This design comes from an exercise in tuning for small area on the open sky130 flow, not from production work.
Function was checked by simulation only, so behaviour that the tests miss may differ from the original.

==> try-raven: inputs <==
==> flow/design.v <==
module xarn_dir (
    input  wire        clk,
    input  wire        rst,
    input  wire        fill_ok,       
    input  wire        in_k,
    input  wire [7:0]  in_d,
    output reg         out_k,
    output reg  [7:0]  out_d,
    input  wire        active,
    input  wire [4:0]  my_addr,
    input  wire        has_keeper,
    input  wire [3:0]  keeper_mtag,
    input  wire        rb_full,
    input  wire [2:0]  rb_mtag_hi,    
    input  wire [63:0] rb_body,       
    output wire        rb_pop,        
    output reg         acc_valid,
    output wire [3:0]  acc_mtag,
    output wire [3:0]  acc_op,
    output wire [2:0]  acc_tag,
    output wire [23:0] acc_addr,
    output wire [31:0] acc_data,
    output reg         crc_err_evt,
    output wire        consumed_evt,
    output wire        addr_set,      
    output wire [4:0]  addr_val,
    output wire        enum_full_evt
);
    localparam [3:0] OP_IDLE = 4'd0, OP_READ = 4'd1, OP_WRITE = 4'd2, OP_BWRITE = 4'd3,
                     OP_ENUM = 4'd4, OP_CLAIM = 4'd5, OP_PREPARE = 4'd7, OP_COMMIT = 4'd8,
                     OP_TIMESET = 4'd9;
    localparam [3:0] POS_NONE = 4'd15;
    localparam [7:0] K28_5 = 8'hBC, K30_7 = 8'hFE;
    localparam [1:0] M_RAW = 2'd0, M_FWD = 2'd1, M_IDLE = 2'd2, M_INS = 2'd3;
    function [15:0] crc_byte;
        input [15:0] c;
        input [7:0]  b;
        integer i;
        reg [15:0] x;
        begin
            x = c;
            for (i = 7; i >= 0; i = i - 1)
                x = {x[14:0], 1'b0} ^ ((x[15] ^ b[i]) ? 16'h1021 : 16'h0000);
            crc_byte = x;
        end
    endfunction
    function [3:0] pos_next;
        input [3:0] p;
        input       comma;
        begin
            if (comma)
                pos_next = 4'd0;
            else if (p <= 4'd10)
                pos_next = p + 4'd1;
            else
                pos_next = POS_NONE;
        end
    endfunction
    reg       k0, k1, k2, k3;
    reg [7:0] d0, d1, d2, d3, d4, d5, d6, d7, d8, d9, d10;
    reg [2:0] d11;
    reg [3:0] ipos;           
    reg [3:0] opos;           
    reg       f_act;          
    reg       f_kerr;         
    reg [15:0] crc_in;
    reg       f_consume;      
    reg       f_eu;           
    reg       f_inc;          
    reg [1:0] mode;           
    reg       tail_k;         
    wire [4:0] p_dest = d1[7:3];
    wire [3:0] p_op   = d0[6:3];
    wire p_addressed = (p_op == OP_READ || p_op == OP_WRITE || p_op == OP_CLAIM) &&
                       (p_dest == my_addr) && (my_addr != 5'd0);
    wire p_reserved  = (p_op >= 4'd10) && (p_op <= 4'd14);
    wire p_free      = (p_op == OP_IDLE) || p_addressed || p_reserved;
    wire at_choice   = (ipos == 4'd2);
    wire p_ins       = f_act && p_free && rb_full;
    wire       e_enum = (d7[6:3] == OP_ENUM) && (d8[7:3] == 5'd31);
    wire       e_unassigned = (my_addr == 5'd0) ||
                              (d3[7] && (!has_keeper || {d8[2:0], d7[7]} == keeper_mtag));
    wire [4:0] e_counter = d0[4:0];
    wire       e_range = (e_counter != 5'd0) && (e_counter != 5'd31);
    wire [15:0] crc_nx = crc_byte(crc_in, d0);
    wire at_end  = (ipos == 4'd11);
    wire c_void  = k0 && (d0 == K30_7) && k1 && (d1 == K30_7);
    wire c_pass  = !f_kerr && !k0 && (crc_nx == 16'd0);
    wire c_bcast = (d10[7:3] == 5'd31) &&
                   (d9[6:3] == OP_BWRITE || d9[6:3] == OP_ENUM || d9[6:3] == OP_PREPARE ||
                    d9[6:3] == OP_COMMIT || d9[6:3] == OP_TIMESET);
    always @(posedge clk) begin
        d0 <= in_d; d1 <= d0;
        d2[2:0] <= d1[2:0];
        d2[7:3] <= (at_choice && p_ins) ? my_addr : d1[7:3];
        d3 <= d2; d4 <= d3; d5 <= d4; d6 <= d5; d7 <= d6; d8 <= d7; d9 <= d8; d10 <= d9;
        d11 <= d10[2:0];
        crc_in <= (ipos == 4'd0) ? 16'hFFFF : crc_nx;
        f_kerr <= (ipos == 4'd0) ? 1'b0 : (f_kerr | k0);
        if (ipos == 4'd0)
            f_act <= active;
        if (at_choice)
            f_consume <= p_addressed;
        if (ipos == 4'd9) begin
            f_eu  <= e_enum && e_unassigned;
            f_inc <= f_act && e_enum && e_unassigned && e_range;
        end
        if (at_end)
            tail_k <= f_act && !c_pass;
    end
    always @(posedge clk) begin
        if (rst) begin
            k0 <= 1'b0; k1 <= 1'b0; k2 <= 1'b0; k3 <= 1'b0;
            ipos <= POS_NONE; opos <= POS_NONE;
            mode <= M_RAW;
            acc_valid <= 1'b0;
            crc_err_evt <= 1'b0;
        end else begin
            k0 <= in_k; k1 <= k0; k2 <= k1; k3 <= k2;
            ipos <= pos_next(ipos, in_k && (in_d == K28_5));
            opos <= pos_next(opos, k2 && (d2 == K28_5));
            if (at_choice) begin
                if (!f_act)
                    mode <= M_RAW;
                else if (p_ins)
                    mode <= M_INS;
                else if (p_addressed || p_reserved)
                    mode <= M_IDLE;
                else
                    mode <= M_FWD;
            end
            acc_valid   <= at_end && f_act && c_pass && (f_consume || c_bcast);
            crc_err_evt <= at_end && f_act && !c_pass && !c_void;
        end
    end
    assign rb_pop = (ipos == 4'd3) && (mode == M_INS);
    assign acc_mtag = {d11, d10[7]};
    assign acc_op   = d10[6:3];
    assign acc_tag  = d10[2:0];
    assign acc_addr = {d9, d8, d7};
    assign acc_data = {d6, d5, d4, d3};
    assign consumed_evt  = acc_valid && f_consume;
    assign addr_set      = acc_valid && f_eu;
    assign addr_val      = f_inc ? d3[4:0] : 5'd0;
    assign enum_full_evt = acc_valid && f_eu && (d3[4:0] == 5'd31);
    reg [63:0] ins;           
    reg [15:0] crc_out;
    wire o_body = (opos >= 4'd1) && (opos <= 4'd9);
    wire o_crc  = (opos == 4'd10) || (opos == 4'd11);
    wire o_repl = mode[1];
    reg [7:0] o_byte;
    always @(*) begin
        if (o_crc)
            o_byte = crc_out[15:8];
        else if (o_body && o_repl)
            o_byte = (mode == M_IDLE) ? 8'd0 :
                     (opos == 4'd1) ? {d3[7:3], rb_mtag_hi} : ins[63:56];
        else if (opos == 4'd9 && f_inc)
            o_byte = {d3[7:5], d3[4:0] + 5'd1};
        else
            o_byte = d3;
    end
    wire o_raw   = (mode == M_RAW) || !(o_body || o_crc);
    wire o_void  = o_crc && (mode == M_FWD) && tail_k;
    always @(posedge clk) begin
        crc_out <= (opos == 4'd0) ? 16'hFFFF : crc_byte(crc_out, o_byte);
        ins[63:8] <= (opos == 4'd1) ? rb_body[63:8] : ins[55:0];
        ins[7:0]  <= rb_body[7:0];
    end
    always @(posedge clk) begin
        if (rst || !fill_ok) begin
            out_k <= 1'b0;
            out_d <= 8'd0;
        end else if (o_raw) begin
            out_k <= k3;
            out_d <= d3;
        end else if (o_void) begin
            out_k <= 1'b1;
            out_d <= K30_7;
        end else begin
            out_k <= (mode == M_FWD) && !o_crc && k3;
            out_d <= o_byte;
        end
    end
endmodule
module xarn_node (
    input  wire        clk,
    input  wire        rst,
    input  wire        in_a_k,
    input  wire [7:0]  in_a_d,
    input  wire        in_b_k,
    input  wire [7:0]  in_b_d,
    output wire        out_a_k,
    output wire [7:0]  out_a_d,
    output wire        out_b_k,
    output wire [7:0]  out_b_d,
    input  wire        active,
    input  wire        has_keeper,
    input  wire [3:0]  keeper_mtag,
    input  wire        resp_valid,
    output wire        resp_ready,
    input  wire        resp_port,
    input  wire [3:0]  resp_mtag,
    input  wire [2:0]  resp_tag,
    input  wire [3:0]  resp_code,
    input  wire [3:0]  resp_op,
    input  wire [15:0] resp_addr,
    input  wire [31:0] resp_data,
    output wire        acc_a_valid,
    output wire [3:0]  acc_a_mtag,
    output wire [3:0]  acc_a_op,
    output wire [2:0]  acc_a_tag,
    output wire [23:0] acc_a_addr,
    output wire [31:0] acc_a_data,
    output wire        acc_b_valid,
    output wire [3:0]  acc_b_mtag,
    output wire [3:0]  acc_b_op,
    output wire [2:0]  acc_b_tag,
    output wire [23:0] acc_b_addr,
    output wire [31:0] acc_b_data,
    output reg  [4:0]  dev_addr,
    output reg         enum_full,
    input  wire        enum_full_clr,
    input  wire        snap_clr,
    output reg  [47:0] crc_err_a,
    output reg  [47:0] crc_err_b,
    output reg  [47:0] frames_in
);
    reg        rb_a_full, rb_b_full;
    reg [62:0] rb_a, rb_b;    
    wire       rb_a_pop, rb_b_pop;
    assign resp_ready = resp_port ? !rb_b_full : !rb_a_full;
    wire push_a = resp_valid && !rb_a_full && !resp_port;
    wire push_b = resp_valid && !rb_b_full &&  resp_port;
    wire [62:0] resp_w = {resp_mtag, resp_tag, resp_code, resp_op, resp_addr, resp_data};
    always @(posedge clk) begin
        if (rst) begin
            rb_a_full <= 1'b0;
            rb_b_full <= 1'b0;
        end else begin
            if (push_a)
                rb_a_full <= 1'b1;
            else if (rb_a_pop)
                rb_a_full <= 1'b0;
            if (push_b)
                rb_b_full <= 1'b1;
            else if (rb_b_pop)
                rb_b_full <= 1'b0;
        end
    end
    always @(posedge clk) begin
        if (push_a) rb_a <= resp_w;
        if (push_b) rb_b <= resp_w;
    end
    wire [63:0] rb_a_body = {rb_a[59], 4'hF, rb_a[58:0]};
    wire [63:0] rb_b_body = {rb_b[59], 4'hF, rb_b[58:0]};
    reg [2:0] fill;
    always @(posedge clk) begin
        if (rst)
            fill <= 3'd0;
        else if (!fill[2])
            fill <= fill + 3'd1;
    end
    wire       ab_crc_err, ab_consumed, ab_addr_set, ab_full;
    wire       ba_crc_err, ba_consumed, ba_addr_set, ba_full;
    wire [4:0] ab_addr_val, ba_addr_val;
    xarn_dir u_ab (
        .clk(clk), .rst(rst), .fill_ok(fill[2]),
        .in_k(in_a_k), .in_d(in_a_d), .out_k(out_b_k), .out_d(out_b_d),
        .active(active), .my_addr(dev_addr), .has_keeper(has_keeper), .keeper_mtag(keeper_mtag),
        .rb_full(rb_b_full), .rb_mtag_hi(rb_b[62:60]), .rb_body(rb_b_body), .rb_pop(rb_b_pop),
        .acc_valid(acc_a_valid), .acc_mtag(acc_a_mtag), .acc_op(acc_a_op), .acc_tag(acc_a_tag),
        .acc_addr(acc_a_addr), .acc_data(acc_a_data),
        .crc_err_evt(ab_crc_err), .consumed_evt(ab_consumed),
        .addr_set(ab_addr_set), .addr_val(ab_addr_val), .enum_full_evt(ab_full)
    );
    xarn_dir u_ba (
        .clk(clk), .rst(rst), .fill_ok(fill[2]),
        .in_k(in_b_k), .in_d(in_b_d), .out_k(out_a_k), .out_d(out_a_d),
        .active(active), .my_addr(dev_addr), .has_keeper(has_keeper), .keeper_mtag(keeper_mtag),
        .rb_full(rb_a_full), .rb_mtag_hi(rb_a[62:60]), .rb_body(rb_a_body), .rb_pop(rb_a_pop),
        .acc_valid(acc_b_valid), .acc_mtag(acc_b_mtag), .acc_op(acc_b_op), .acc_tag(acc_b_tag),
        .acc_addr(acc_b_addr), .acc_data(acc_b_data),
        .crc_err_evt(ba_crc_err), .consumed_evt(ba_consumed),
        .addr_set(ba_addr_set), .addr_val(ba_addr_val), .enum_full_evt(ba_full)
    );
    always @(posedge clk) begin
        if (rst) begin
            dev_addr  <= 5'd0;
            enum_full <= 1'b0;
        end else begin
            if (ab_addr_set)
                dev_addr <= ab_addr_val;
            else if (ba_addr_set)
                dev_addr <= ba_addr_val;
            if (ab_full || ba_full)
                enum_full <= 1'b1;
            else if (enum_full_clr)
                enum_full <= 1'b0;
        end
    end
    reg  [47:0] live_crc_a, live_crc_b, live_frames;
    wire [47:0] nxt_crc_a  = live_crc_a  + {47'd0, ab_crc_err};
    wire [47:0] nxt_crc_b  = live_crc_b  + {47'd0, ba_crc_err};
    wire [47:0] nxt_frames = live_frames + {47'd0, ab_consumed} + {47'd0, ba_consumed};
    always @(posedge clk) begin
        if (rst) begin
            live_crc_a <= 48'd0; live_crc_b <= 48'd0; live_frames <= 48'd0;
            crc_err_a  <= 48'd0; crc_err_b  <= 48'd0; frames_in   <= 48'd0;
        end else if (snap_clr) begin
            crc_err_a  <= nxt_crc_a;
            crc_err_b  <= nxt_crc_b;
            frames_in  <= nxt_frames;
            live_crc_a <= 48'd0; live_crc_b <= 48'd0; live_frames <= 48'd0;
        end else begin
            live_crc_a  <= nxt_crc_a;
            live_crc_b  <= nxt_crc_b;
            live_frames <= nxt_frames;
        end
    end
endmodule
==> flow/run.sh <==
#!/bin/bash
# synth_recipe.tcl (not shown) runs the flow's synth.tcl, then flattens the netlist and writes it again
# the make line also repeats each setting of config.mk as NAME=value (left out here)
make -C /OpenROAD-flow-scripts/flow DESIGN_CONFIG=/design/flow/config.mk WORK_HOME=/design/flow/orfs CLKGATE_MAP_FILE= SYNTH_SCRIPT=/design/flow/synth_recipe.tcl finish
==> flow/config.mk <==
export PLATFORM = sky130hd
export DESIGN_NAME = xarn_node
export DESIGN_NICKNAME = xarn_node
export VERILOG_FILES = /design/flow/design.v
export SDC_FILE = /design/flow/constraint.sdc
export NUM_CORES = 4
export LEC_CHECK = 0
export CAP_MARGIN = 20
export CORE_MARGIN = 2
export CORE_UTILIZATION = 40
export PLACE_DENSITY = 0.6
export SLEW_MARGIN = 20
==> flow/constraint.sdc <==
create_clock -name core_clock -period 8.0 [get_ports {clk}]
set_input_delay 1.6000 -clock core_clock [delete_from_list [all_inputs] [get_ports {clk}]]
set_output_delay 1.6000 -clock core_clock [all_outputs]
set_load 0.01 [all_outputs]
==> inputs of try-willow, as changes to try-raven <==
--- a/flow/design.v
+++ b/flow/design.v
@@ -299,23 +299,52 @@
                 enum_full <= 1'b0;
         end
     end
-    reg  [47:0] live_crc_a, live_crc_b, live_frames;
-    wire [47:0] nxt_crc_a  = live_crc_a  + {47'd0, ab_crc_err};
-    wire [47:0] nxt_crc_b  = live_crc_b  + {47'd0, ba_crc_err};
-    wire [47:0] nxt_frames = live_frames + {47'd0, ab_consumed} + {47'd0, ba_consumed};
+    wire [47:0] live_crc_a, live_crc_b, live_frames;
+    wire [47:0] snap_crc_a, snap_crc_b, snap_frames;
+    xarn_count u_crc_a (.clk(clk), .rst(rst), .snap(snap_clr), .inc0(ab_crc_err), .inc1(1'b0),
+                        .live(live_crc_a), .snapshot(snap_crc_a));
+    xarn_count u_crc_b (.clk(clk), .rst(rst), .snap(snap_clr), .inc0(ba_crc_err), .inc1(1'b0),
+                        .live(live_crc_b), .snapshot(snap_crc_b));
+    xarn_count u_frames (.clk(clk), .rst(rst), .snap(snap_clr), .inc0(ab_consumed), .inc1(ba_consumed),
+                        .live(live_frames), .snapshot(snap_frames));
+    always @(*) begin
+        crc_err_a = snap_crc_a;
+        crc_err_b = snap_crc_b;
+        frames_in = snap_frames;
+    end
+endmodule
+module xarn_count (
+    input  wire        clk,
+    input  wire        rst,
+    input  wire        snap,
+    input  wire        inc0,
+    input  wire        inc1,
+    output reg  [47:0] live,
+    output reg  [47:0] snapshot
+);
+    wire [48:1] c;
+    assign c[1] = (inc0 & inc1) | (live[0] & (inc0 ^ inc1));
+    genvar i;
+    generate
+        for (i = 1; i < 48; i = i + 1) begin : g_carry
+            if (i == 7)
+                assign c[8] = c[1] & (&live[7:1]);
+            else if (i % 8 == 7)
+                assign c[i+1] = c[i-7] & (&live[i:i-7]);
+            else
+                assign c[i+1] = c[i] & live[i];
+        end
+    endgenerate
+    wire [47:0] nxt = {live[47:1] ^ c[47:1], live[0] ^ inc0 ^ inc1};
     always @(posedge clk) begin
         if (rst) begin
-            live_crc_a <= 48'd0; live_crc_b <= 48'd0; live_frames <= 48'd0;
-            crc_err_a  <= 48'd0; crc_err_b  <= 48'd0; frames_in   <= 48'd0;
-        end else if (snap_clr) begin
-            crc_err_a  <= nxt_crc_a;
-            crc_err_b  <= nxt_crc_b;
-            frames_in  <= nxt_frames;
-            live_crc_a <= 48'd0; live_crc_b <= 48'd0; live_frames <= 48'd0;
+            live     <= 48'd0;
+            snapshot <= 48'd0;
+        end else if (snap) begin
+            snapshot <= nxt;
+            live     <= 48'd0;
         end else begin
-            live_crc_a  <= nxt_crc_a;
-            live_crc_b  <= nxt_crc_b;
-            live_frames <= nxt_frames;
+            live     <= nxt;
         end
     end
 endmodule
==> flow/flow/run.sh (new file) <==
#!/bin/bash
# Layout flow: the standard ORFS flow, with smaller port buffers and a
# clock tree built from smaller clock buffers in smaller clusters, without
# dummy loads. Synthesis is the standard one, unchanged. Each step's output
# goes to its own log here.
set -euo pipefail

export BUFFER_PORTS_ARGS="-buffer_cell sky130_fd_sc_hd__buf_1"
export CTS_ARGS="-sink_clustering_enable -repair_clock_nets -buf_list sky130_fd_sc_hd__clkbuf_8 -sink_clustering_size 14 -sink_clustering_max_diameter 60 -dont_use_dummy_load"

bash standard.sh synth      > synth.log 2>&1
bash standard.sh floorplan  > floorplan.log 2>&1
bash standard.sh place      > place.log 2>&1
bash standard.sh cts        > cts.log 2>&1
bash standard.sh grt        > grt.log 2>&1
bash standard.sh route      > route.log 2>&1
bash standard.sh finish     > finish.log 2>&1
test -f out/final.def
==> flow/standard.sh (new file) <==
#!/bin/bash
# synth_recipe.tcl (not shown) runs the flow's synth.tcl, then flattens the netlist and writes it again
# the make line also repeats each setting of config.mk as NAME=value (left out here)
make -C /OpenROAD-flow-scripts/flow DESIGN_CONFIG=/design/flow/config.mk WORK_HOME=/design/flow/orfs CLKGATE_MAP_FILE= SYNTH_SCRIPT=/design/flow/synth_recipe.tcl "${@:-finish}"
- CORE_UTILIZATION: 40 -> 55
- PLACE_DENSITY: 0.6 -> 0.7
removed: flow/run.sh
==> qor summary <==
item                                      try-raven      try-willow
Outcome                              finished clean  finished clean
Average cell area after synthesis         11.3 um^2       11.8 um^2
Core Box Area                           0.0741 mm^2     0.0537 mm^2
Antenna diodes                                    3               7
Hold slack                                   339 ps          334 ps
Critical path's slowest cell        clkdlybuf4s50_1            fa_1
N_taps                                          969             696
Clock tree skew after final layout          39.3 ps         77.8 ps
Pre-CTS setup slack                         3480 ps         3490 ps
M1 wire length                            31,900 um       27,700 um
WP depth                                          3              17
Fin worst setup slack                       3470 ps         3980 ps
Area of the die                         0.0767 mm^2     0.0560 mm^2
Clock buf count                                 128              72

-- what the ideal ports hide --
The results above use ideal ports. As a check the final layouts listed here were re-extracted and re-timed, cells and wires unchanged. Step 1 sets driving cells, clkbuf_16 on the clock port and buf_2 on the other inputs (assumed; they add their load-dependent delay and slew). Step 2, shift: input delay + t, output delay - t, t = (earliest + latest rising clock arrival at the registers) / 2. This alone moves slack from input paths to output paths. Three values: ideal ports, drivers, drivers and shift; two values: the first two.
run	t, ns	slack for setup (ns)	pins driven straight from the clock port
try-raven	0.680	3.469 / 3.428 / 3.428	1
try-willow	0.713	3.982 / 3.982 / 3.515	1
After both steps every run listed still meets setup and hold. The setup slack of try-willow, which loses most, moves by 0.000 ns with the drivers and by -0.467 ns with both steps.
